This design comes from an exercise in tuning for small area, a short achievable clock period and few clock cycles on the open sky130 flow, not from production work. Function was checked by simulation only, so behaviour that the tests miss may differ from the original. Power figures rest on the tool's default switching activity, not on a simulated workload.

==> flow/design.v <==
module cdc_enc (
    input  wire        clk,
    input  wire        rst,
    input  wire        in_valid,
    output wire        in_ready,
    input  wire [63:0] in_data,
    input  wire        in_last,
    output wire        out_valid,
    input  wire        out_ready,
    output wire [63:0] out_data,
    output wire        out_last
);
    function [6:0] bitlen;
        input [63:0] v;
        integer k;
        begin
            bitlen = 7'd0;
            for (k = 0; k < 64; k = k + 1)
                if (v[k]) bitlen = k[6:0] + 7'd1;
        end
    endfunction
    function [63:0] zz;
        input [63:0] d;
        begin
            zz = {d[62:0], 1'b0} ^ {64{d[63]}};
        end
    endfunction
    function [63:0] sk_sub;
        input [63:0] a, b;
        reg   [63:0] p0, G, P;
        integer i, k;
        begin
            p0 = a ^ ~b;
            G = a & ~b;
            P = p0;
            G[0] = G[0] | p0[0];                 
            for (k = 1; k < 64; k = k * 2)
                for (i = 0; i < 64; i = i + 1)
                    if ((i / k) % 2 == 1) begin
                        G[i] = G[i] | (P[i] & G[(i / k) * k - 1]);
                        P[i] = P[i] & P[(i / k) * k - 1];
                    end
            sk_sub = p0 ^ {G[62:0], 1'b1};
        end
    endfunction
    function sum_eq;
        input [63:0] x, y, z;
        reg   [63:0] p, need, cout;
        begin
            p    = x ^ y;
            need = p ^ z;                        
            cout = (p & ~z) | (~p & x);          
            sum_eq = !need[0] && (cout[62:0] == need[63:1]);
        end
    endfunction
    reg          f_clr, f_p1, f_calc, f_p2;    
    reg  [3:0]   cs;           
    reg          ir;           
    reg          a_v, a_last;
    reg          a_p1;         
    reg          pin;          
    reg  [63:0]  A, B, R;
    reg  [9:0]   ac;           
    reg          ge1, ge2;     
    reg  [9:0]   cnt;          
    reg  [63:0]  mn;
    reg  [63:0]  O;            
    reg          o_v, o_last;
    reg  [135:0] acc;          
    reg  [7:0]   n;            
    reg  [7:0]   fw;           
    reg  [72:0]  F;            
    reg          E;            
    reg  [9:0]   runs_n, runs_d, runs_x;
    reg  [6:0]   w;
    reg  [6:0]   c;            
    reg  [9:0]   ma;           
    reg  [13:0]  p_lo;         
    reg  [12:0]  p_hi;         
    reg  [9:0]   best_q;       
    reg  [6:0]   best_w;
    reg          tn, td, tx;   
    reg          best_rle;
    reg          raw;
    reg          sel_mn;       
    reg          r_sub;        
    reg  [8:0]   L;            
    reg          fp, dr;       
    assign in_ready  = ir;
    assign out_valid = o_v;
    assign out_data  = O;
    assign out_last  = o_last;
    wire in_fire  = in_valid && ir;
    wire out_fire = o_v && out_ready;
    wire o_free   = !o_v || out_ready;
    wire ok_p1 = f_p1 && (ge1 || !o_v);
    wire lt64  = !n[7] && !n[6];
    wire fcons = E && lt64;                  
    wire ffree = !E || lt64;
    wire ok_p2 = f_p2 && !fp && !dr && (ge1 ? ffree : !o_v);
    wire step  = a_v && (ok_p1 || ok_p2);
    wire st_p1 = a_v && ok_p1;
    wire st_p2 = a_v && ok_p2;
    wire fl    = f_p2 && fp && ffree;
    wire st1   = st_p1 && ge1;
    wire [63:0] sub_s = sel_mn ? mn : B;
    wire [63:0] sub   = sk_sub(A, sub_s);
    wire        a_gt  = (A > O);
    wire eq_ab = (A == B);
    wire eq_ar = (A == R);
    wire chk   = f_p2 ? sum_eq(B, R, A) : sum_eq(A, R, {B[62:0], 1'b0});
    wire [63:0] v    = ({64{tn}} & R) | ({64{td}} & zz(R)) | ({64{tx}} & (B ^ R));
    wire        endf = (tn && !eq_ab) || (td && !chk) || (tx && !eq_ar);
    wire        vld  = tn || ge2;
    wire        emit_s = st_p2 && ge1 && vld && (!best_rle || endf);
    wire        emit_f = fl && (tn || (cnt > 10'd1));
    wire        enew   = emit_s || emit_f;
    wire [72:0] f    = best_rle ? {v, L} : {9'd0, v};
    wire [135:0] shf = {63'd0, F} << n[5:0];
    wire [63:0] u_d  = {sub[62:0] ^ sub[63:1], sub[63]};
    wire [127:0] st_or = {A ^ B, u_d};
    wire [7:0]   ne     = n + fw;
    wire         xfer_e = f_p2 && o_free && (ne[7] || ne[6] || (dr && ne != 8'd0));
    wire         xfer_0 = f_p2 && o_free && (n[7] || n[6] || (dr && n != 8'd0));
    wire [7:0]   nn_e   = xfer_e ? ((ne[7] || ne[6]) ? ne - 8'd64 : 8'd0) : ne;
    wire [7:0]   nn_0   = xfer_0 ? ((n[7] || n[6]) ? n - 8'd64 : 8'd0) : n;
    wire         xfer   = fcons ? xfer_e : xfer_0;
    wire [135:0] acc_a  = acc | shf;
    wire [135:0] acc_e  = xfer_e ? {64'd0, acc_a[135:64]} : acc_a;
    wire         shift0 = xfer_0 || f_clr || (f_calc && (cs == 4'd4 || cs == 4'd7));
    wire [135:0] acc_0  = shift0 ? {64'd0, acc[135:64]} :
                          (acc | {8'd0, st1 ? st_or : 128'd0});
    wire [63:0]  o_word = fcons ? acc_a[63:0] : acc[63:0];
    wire [63:0] pe_in = (cs == 4'd1) ? R : acc[63:0];
    wire [6:0]  pe    = bitlen(pe_in);
    reg  [9:0]  ma_n;
    always @* begin
        case (cs)
        4'd1:        ma_n = cnt;
        4'd2:        ma_n = runs_n;
        4'd5:        ma_n = runs_d;
        4'd8:        ma_n = runs_x;
        default:     ma_n = cnt - 10'd1;
        endcase
    end
    wire [16:0] pr      = {3'd0, p_lo} + {p_hi, 4'd0};
    wire [9:0]  q       = (pr + 17'd63) >> 6;
    wire        cmp_now = (cs == 4'd4) || (cs == 4'd6) || (cs == 4'd7) ||
                          (cs == 4'd9) || (cs == 4'd10);
    wire [9:0]  bq_m1   = best_q - 10'd1;
    wire        better  = (best_q != 10'd0) && (pr <= {1'b0, bq_m1, 6'd0});    
    wire        take    = (cs == 4'd3) || (cmp_now && better);
    wire        c_d     = (cs >= 4'd5) && (cs <= 4'd7);
    wire        c_x     = (cs >= 4'd8);
    wire        cand_rle = (cs == 4'd4) || (cs == 4'd7) || (cs == 4'd10);
    wire [10:0] raw_l  = {1'b0, best_q} + 11'd2;
    wire        is_raw = raw_l >= {1'b0, cnt};
    wire [7:0]  flags = raw ? 8'h01 : {4'd0, best_rle, tx, td, 1'b0};
    wire [63:0] hdr0  = {3'd0, best_q, 3'd0, 8'h00, 1'b0, (raw ? 7'd0 : best_w),
                         6'd0, cnt, flags, 8'hB5};
    reg       p1_n, calc_n, p2_n, clr_n;
    reg       a_v_n, o_v_n, ge1_n, fp_n, dr_n;
    wire [7:0] n_n  = fcons ? nn_e : nn_0;
    wire       lt_n = fcons ? !(nn_e[7] || nn_e[6]) : !(nn_0[7] || nn_0[6]);
    wire       E_n  = (E && !fcons) || enew;
    always @* begin
        clr_n  = f_clr;
        p1_n   = f_p1;
        calc_n = f_calc;
        p2_n   = f_p2;
        a_v_n  = a_v;
        o_v_n  = o_v;
        ge1_n  = ge1;
        fp_n   = fp;
        dr_n   = dr;
        if (step) a_v_n = 1'b0;
        if (in_fire) a_v_n = 1'b1;
        if (out_fire) o_v_n = 1'b0;
        if (xfer) o_v_n = 1'b1;
        if (f_clr && cs == 4'd2) begin
            clr_n = 1'b0;
            p1_n  = 1'b1;
        end
        if (st_p1) begin
            ge1_n = !a_last;
            if (!ge1) o_v_n = 1'b0;
            if (a_last) begin
                p1_n   = 1'b0;
                calc_n = 1'b1;
            end
        end
        if (f_calc && cs == 4'd12) begin
            calc_n = 1'b0;
            p2_n   = 1'b1;
            o_v_n  = 1'b1;
        end
        if (st_p2) begin
            ge1_n = 1'b1;
            if (!ge1) o_v_n = 1'b1;
            if (a_last) fp_n = 1'b1;
        end
        if (fl) begin
            fp_n  = 1'b0;
            dr_n  = 1'b1;
            ge1_n = 1'b0;
        end
        if (dr && best_q == 10'd0 && !E) begin
            dr_n = 1'b0;
            p2_n = 1'b0;
            p1_n = 1'b1;
        end
    end
    wire ok_n = (p1_n && (ge1_n || !o_v_n)) ||
                (p2_n && !fp_n && !dr_n && (ge1_n ? (!E_n || lt_n) : !o_v_n));
    wire last_in = in_last || (ac == 10'd511);
    wire hold_n  = in_fire ? (last_in && !pin) : (a_v && a_last && a_p1 && !step);
    wire ir_n    = (!a_v_n || ok_n) && !hold_n;
    always @(posedge clk) begin
        if (rst) begin
            f_clr  <= 1'b1;
            f_p1   <= 1'b0;
            f_calc <= 1'b0;
            f_p2   <= 1'b0;
            cs     <= 4'd0;
            ir     <= 1'b0;
            a_v    <= 1'b0;
            ac     <= 10'd0;
            pin    <= 1'b0;
            ge1    <= 1'b0;
            ge2    <= 1'b0;
            o_v    <= 1'b0;
            n      <= 8'd0;
            E      <= 1'b0;
            fp     <= 1'b0;
            dr     <= 1'b0;
            sel_mn <= 1'b0;
            r_sub  <= 1'b0;
        end else begin
            f_clr  <= clr_n;
            f_p1   <= p1_n;
            f_calc <= calc_n;
            f_p2   <= p2_n;
            ir     <= ir_n;
            a_v    <= a_v_n;
            o_v    <= o_v_n;
            n      <= n_n;
            E      <= E_n;
            fp     <= fp_n;
            dr     <= dr_n;
            ge1    <= ge1_n;
            sel_mn <= calc_n || (p2_n && tn);
            r_sub  <= p2_n && !tx;
            if (in_fire) begin
                ac <= last_in ? 10'd0 : ac + 10'd1;
                if (last_in) pin <= !pin;
            end
            if (step) ge2 <= ge1 && !(f_p1 && a_last);
            if (fl)   ge2 <= 1'b0;
            if ((f_clr && clr_n) || (f_calc && calc_n))
                cs <= cs + 4'd1;
            else
                cs <= 4'd0;
        end
    end
    always @(posedge clk) begin
        if (in_fire) begin
            A      <= in_data;
            a_last <= last_in;
            a_p1   <= !pin;
        end else if (st_p1 && a_last && ge1 && !a_gt) begin
            A      <= O;
        end
        if (step) begin
            B <= A;
            R <= r_sub ? sub : B;
        end
        if (f_calc && cs == 4'd0) R <= sub;
        acc <= fcons ? acc_e : acc_0;
        if (st_p2 || fl) F <= f;      
        if (xfer) begin
            O      <= o_word;
            o_last <= (best_q == 10'd1);
            best_q <= best_q - 10'd1;
        end else if (st_p2 && !ge1) begin
            O      <= tn ? mn : A;
            o_last <= (best_q == 10'd0);
        end else if (f_calc && cs == 4'd12) begin
            O      <= hdr0;
            o_last <= 1'b0;
        end else if (st_p1 && (!ge1 || a_gt)) begin
            O      <= A;
        end
        if (st_p1) begin
            if (!ge1) begin
                mn     <= A;
                cnt    <= 10'd1;
                runs_n <= 10'd1;
                runs_d <= 10'd0;
                runs_x <= 10'd0;
            end else begin
                if (A < mn) mn <= A;
                cnt <= cnt + 10'd1;
                if (!eq_ab) runs_n <= runs_n + 10'd1;
                if (!ge2) begin
                    runs_d <= 10'd1;
                    runs_x <= 10'd1;
                end else begin
                    if (!chk)   runs_d <= runs_d + 10'd1;
                    if (!eq_ar) runs_x <= runs_x + 10'd1;
                end
            end
        end
        if (f_calc) begin
            if (cs == 4'd1 || cs == 4'd4 || cs == 4'd7) begin
                w <= pe;
                c <= pe;
            end else begin
                c <= w + 7'd9;
            end
            ma <= ma_n;
            p_lo <= ma * c[3:0];
            p_hi <= ma * c[6:4];
            if (take) begin
                best_q   <= q;
                tn       <= !c_d && !c_x;
                td       <= c_d;
                tx       <= c_x;
                best_rle <= cand_rle;
                best_w   <= w;
            end
            if (cs == 4'd11) begin
                raw <= is_raw;
                if (is_raw) begin
                    best_q   <= cnt;
                    tn       <= 1'b1;
                    td       <= 1'b0;
                    tx       <= 1'b0;
                    best_rle <= 1'b0;
                    best_w   <= 7'd64;
                    mn       <= 64'd0;
                end
            end
            if (cs == 4'd12)
                fw <= best_rle ? ({1'b0, best_w} + 8'd9) : {1'b0, best_w};
        end
        if (st_p2 && !ge1) L <= 9'd0;
        else if (st_p2 && vld && best_rle) L <= endf ? 9'd0 : L + 9'd1;
    end
endmodule
Settings: LEC_CHECK=0, CAP_MARGIN=20, CORE_MARGIN=2, CORE_UTILIZATION=40, SLEW_MARGIN=20; clock period 13.0 ns.
standard.sh (not shown) runs the stock make flow with config.mk's settings and CLKGATE_MAP_FILE= SYNTH_SCRIPT=/design/flow/synth_recipe.tcl, a recipe that flattens the netlist after the stock synthesis.
==> flow/flow/run.sh <==
#!/bin/bash
exec > run_flow.log 2>&1
set -x
export SETUP_SLACK_MARGIN=8.5
export TNS_END_PERCENT=100
export BUFFER_PORTS_ARGS="-buffer_cell sky130_fd_sc_hd__buf_2"
bash standard.sh
The starting point finished with capacitance limit, slew limit left.
Testbench counts at the start, summed over its fixed seeds: cycles 95,120.
Edit:
--- a/flow/design.v
+++ b/flow/design.v
@@ -76,6 +76,5 @@
     reg  [6:0]   c;            
     reg  [9:0]   ma;           
-    reg  [13:0]  p_lo;         
-    reg  [12:0]  p_hi;         
+    reg  [16:0]  pr;           
     reg  [9:0]   best_q;       
     reg  [6:0]   best_w;
@@ -144,10 +143,8 @@
         endcase
     end
-    wire [16:0] pr      = {3'd0, p_lo} + {p_hi, 4'd0};
     wire [9:0]  q       = (pr + 17'd63) >> 6;
     wire        cmp_now = (cs == 4'd4) || (cs == 4'd6) || (cs == 4'd7) ||
                           (cs == 4'd9) || (cs == 4'd10);
-    wire [9:0]  bq_m1   = best_q - 10'd1;
-    wire        better  = (best_q != 10'd0) && (pr <= {1'b0, bq_m1, 6'd0});    
+    wire        better  = (q < best_q);
     wire        take    = (cs == 4'd3) || (cmp_now && better);
     wire        c_d     = (cs >= 4'd5) && (cs <= 4'd7);
@@ -277,5 +274,5 @@
         if (f_calc && cs == 4'd0) R <= sub;
         acc <= fcons ? acc_e : acc_0;
-        if (st_p2 || fl) F <= f;      
+        if (enew) F <= f;
         if (xfer) begin
             O      <= o_word;
@@ -319,6 +316,5 @@
             end
             ma <= ma_n;
-            p_lo <= ma * c[3:0];
-            p_hi <= ma * c[6:4];
+            pr <= ma * c;
             if (take) begin
                 best_q   <= q;
This time the run produced a clean layout. First-iteration DRC count came out higher by 7.1%. Cell area came out lower by 0.73%. Global-route usage came out higher by 2.3 points. Setup slack is worse by 0.081 ns. Total power came out higher by 2.3%. Clock power came out lower by about 5%. Wire length came out higher by 3.4%. Critical path depth came out higher by 8. Non-clock buffer count came out higher by 61. Via count came out lower by 0.40%. Combinational power came out higher by 8.8%. Fmax came out lower by 1.7%. Hold slack is worse by 0.021 ns.
Testbench counts after the change, summed over its fixed seeds: cycles 95,120.

* * *

== the reference run ==
cdc_enc, a different RTL version from the one above (not shown whole).
Size: about 6600 cells after synthesis, ~140 I/O pins, roughly 56000 sq um of cells after synthesis.
export LEC_CHECK = 0
export CAP_MARGIN = 20
export CORE_MARGIN = 2
export CORE_UTILIZATION = 40
export SLEW_MARGIN = 20
create_clock -name core_clock -period 13.0 [get_ports {clk}]
run.sh (not shown) runs the stock make flow with config.mk's settings and CLKGATE_MAP_FILE= SYNTH_SCRIPT=/design/flow/synth_recipe.tcl, a recipe that flattens the netlist after the stock synthesis.
Stock flow here: none of the scripts above is used.
Testbench counts of the reference run, summed over its fixed seeds: cycles 95,069.
Here is what was changed in the inputs of the trial run compared with the reference run.
-- flow/design.v --
<<< the reference run, line 26
        end
    endfunction
    function [63:0] sk_sub;
        input [63:0] a, b;
        reg   [63:0] p0, G, P;
        integer i, k;
        begin
            p0 = a ^ ~b;
            G = a & ~b;
            P = p0;
            G[0] = G[0] | p0[0];                 
            for (k = 1; k < 64; k = k * 2)
                for (i = 0; i < 64; i = i + 1)
                    if ((i / k) % 2 == 1) begin
                        G[i] = G[i] | (P[i] & G[(i / k) * k - 1]);
                        P[i] = P[i] & P[(i / k) * k - 1];
                    end
            sk_sub = p0 ^ {G[62:0], 1'b1};
        end
    endfunction
>>> the trial run, line 26
        end
    endfunction
    function [63:0] bk_sub;
        input [63:0] a, b;
        reg   [63:0] g0, p0, G, P;
        integer i, k;
        begin
            p0 = a ^ ~b;
            g0 = a & ~b;
            G = g0;
            P = p0;
            G[0] = g0[0] | p0[0];                
            for (k = 1; k < 64; k = k * 2)
                for (i = 2 * k - 1; i < 64; i = i + 2 * k) begin
                    G[i] = G[i] | (P[i] & G[i - k]);
                    P[i] = P[i] & P[i - k];
                end
            for (k = 16; k >= 1; k = k / 2)
                for (i = 3 * k - 1; i < 64; i = i + 2 * k) begin
                    G[i] = G[i] | (P[i] & G[i - k]);
                    P[i] = P[i] & P[i - k];
                end
            bk_sub = p0 ^ {G[62:0], 1'b1};
        end
    endfunction
<<< the reference run, line 58
    reg          ir;           
    reg          a_v, a_last;
    reg          a_p1;         
    reg          pin;          
    reg  [63:0]  A, B, R;
    reg  [9:0]   ac;           
>>> the trial run, line 63
    reg          ir;           
    reg          a_v, a_last;
    reg  [63:0]  A, B, R;
    reg  [9:0]   ac;           
<<< the reference run, line 98
    wire fl    = f_p2 && fp && !n[7] && !n[6];
    wire st1   = st_p1 && ge1;
    wire [63:0] sub_s = sel_mn ? mn : B;
    wire [63:0] sub   = sk_sub(A, sub_s);
    wire        a_gt  = (A > O);
    wire eq_ab = (A == B);
    wire eq_ar = (A == R);
>>> the trial run, line 101
    wire fl    = f_p2 && fp && !n[7] && !n[6];
    wire st1   = st_p1 && ge1;
    wire [63:0] sub_m = f_calc ? O : A;
    wire [63:0] sub_s = sel_mn ? mn : B;
    wire [63:0] sub   = bk_sub(sub_m, sub_s);
    wire eq_ab = (A == B);
    wire eq_ar = (A == R);
<<< the reference run, line 204
    wire ok_n = (p1_n && (ge1_n || !o_v_n)) ||
                (p2_n && !fp_n && !dr_n && (ge1_n ? lt_n : !o_v_n));
    wire last_in = in_last || (ac == 10'd511);
    wire hold_n  = in_fire ? (last_in && !pin) : (a_v && a_last && a_p1 && !step);
    wire ir_n    = (!a_v_n || ok_n) && !hold_n;
    always @(posedge clk) begin
        if (rst) begin
>>> the trial run, line 207
    wire ok_n = (p1_n && (ge1_n || !o_v_n)) ||
                (p2_n && !fp_n && !dr_n && (ge1_n ? lt_n : !o_v_n));
    wire ir_n = !a_v_n || ok_n;
    always @(posedge clk) begin
        if (rst) begin
<<< the reference run, line 217
            a_v    <= 1'b0;
            ac     <= 10'd0;
            pin    <= 1'b0;
            ge1    <= 1'b0;
            ge2    <= 1'b0;
>>> the trial run, line 218
            a_v    <= 1'b0;
            ac     <= 10'd0;
            ge1    <= 1'b0;
            ge2    <= 1'b0;
<<< the reference run, line 240
            sel_mn <= calc_n || (p2_n && tn);
            r_sub  <= p2_n && !tx;
            if (in_fire) begin
                ac <= last_in ? 10'd0 : ac + 10'd1;
                if (last_in) pin <= !pin;
            end
            if (step) ge2 <= ge1 && !(f_p1 && a_last);
            if (fl)   ge2 <= 1'b0;
>>> the trial run, line 240
            sel_mn <= calc_n || (p2_n && tn);
            r_sub  <= p2_n && !tx;
            if (in_fire)
                ac <= (in_last || ac == 10'd511) ? 10'd0 : ac + 10'd1;
            if (step) ge2 <= ge1 && !(f_p1 && a_last);
            if (fl)   ge2 <= 1'b0;
<<< the reference run, line 255
        if (in_fire) begin
            A      <= in_data;
            a_last <= last_in;
            a_p1   <= !pin;
        end else if (st_p1 && a_last && ge1 && !a_gt) begin
            A      <= O;
        end
        if (step) begin
>>> the trial run, line 253
        if (in_fire) begin
            A      <= in_data;
            a_last <= in_last || (ac == 10'd511);
        end
        if (step) begin
<<< the reference run, line 276
            O      <= hdr0;
            o_last <= 1'b0;
        end else if (st_p1 && (!ge1 || a_gt)) begin
            O      <= A;
        end
>>> the trial run, line 271
            O      <= hdr0;
            o_last <= 1'b0;
        end else if (st_p1 && (!ge1 || A > O)) begin
            O      <= A;
        end
[summary]
Via count shrinks by a little under 10% when moving from the reference run to the trial run.
Design area (higher): the reference run
For the count of buffers not belonging to the clock network in the layout, the trial run came in 29 lower than the reference run did.
The trial run vs the reference run: non-clock inverter instance count of the final layout down in the trial run
The trial run vs the reference run on share of the final layout cell area in multi-input gates: the trial run is the lower one.
[the trial run vs the reference run] number of vias per cell: lower in the trial run
Testbench counts of the trial run, summed over its fixed seeds: cycles 95,069.

## static timing again, ports no longer ideal
Ports are ideal in the flow. The routed layouts listed here were re-timed in OpenROAD.
Step 1 assumes that a clkbuf_16 drives the clock port and a buf_2 every other input.
Step 2 also shifts input and output timing later by t, the mid clock arrival at the registers, as if the neighbouring blocks saw the same clock.
Slacks: no drivers / after step 1 / after step 2; pairs: no drivers / after step 1.
| run | t, ns | slack for setup (ns) | worst slew at a driven data input, ns |
|---|---|---|---|
| the first run of note 1 | 0.802 | 8.408 / 8.445 / 7.667 | 0.09 |
| the second run of note 1 | 0.790 | 8.327 / 8.327 / 7.720 | 0.07 |
| the reference run | 0.805 | 5.709 / 5.709 / 5.709 | 0.07 |
| the trial run | 0.795 | 5.220 / 5.220 / 5.220 | 0.05 |
For the first run of note 1, which loses most, drivers alone change the setup slack by +0.037 ns; drivers and shift together by -0.741 ns.
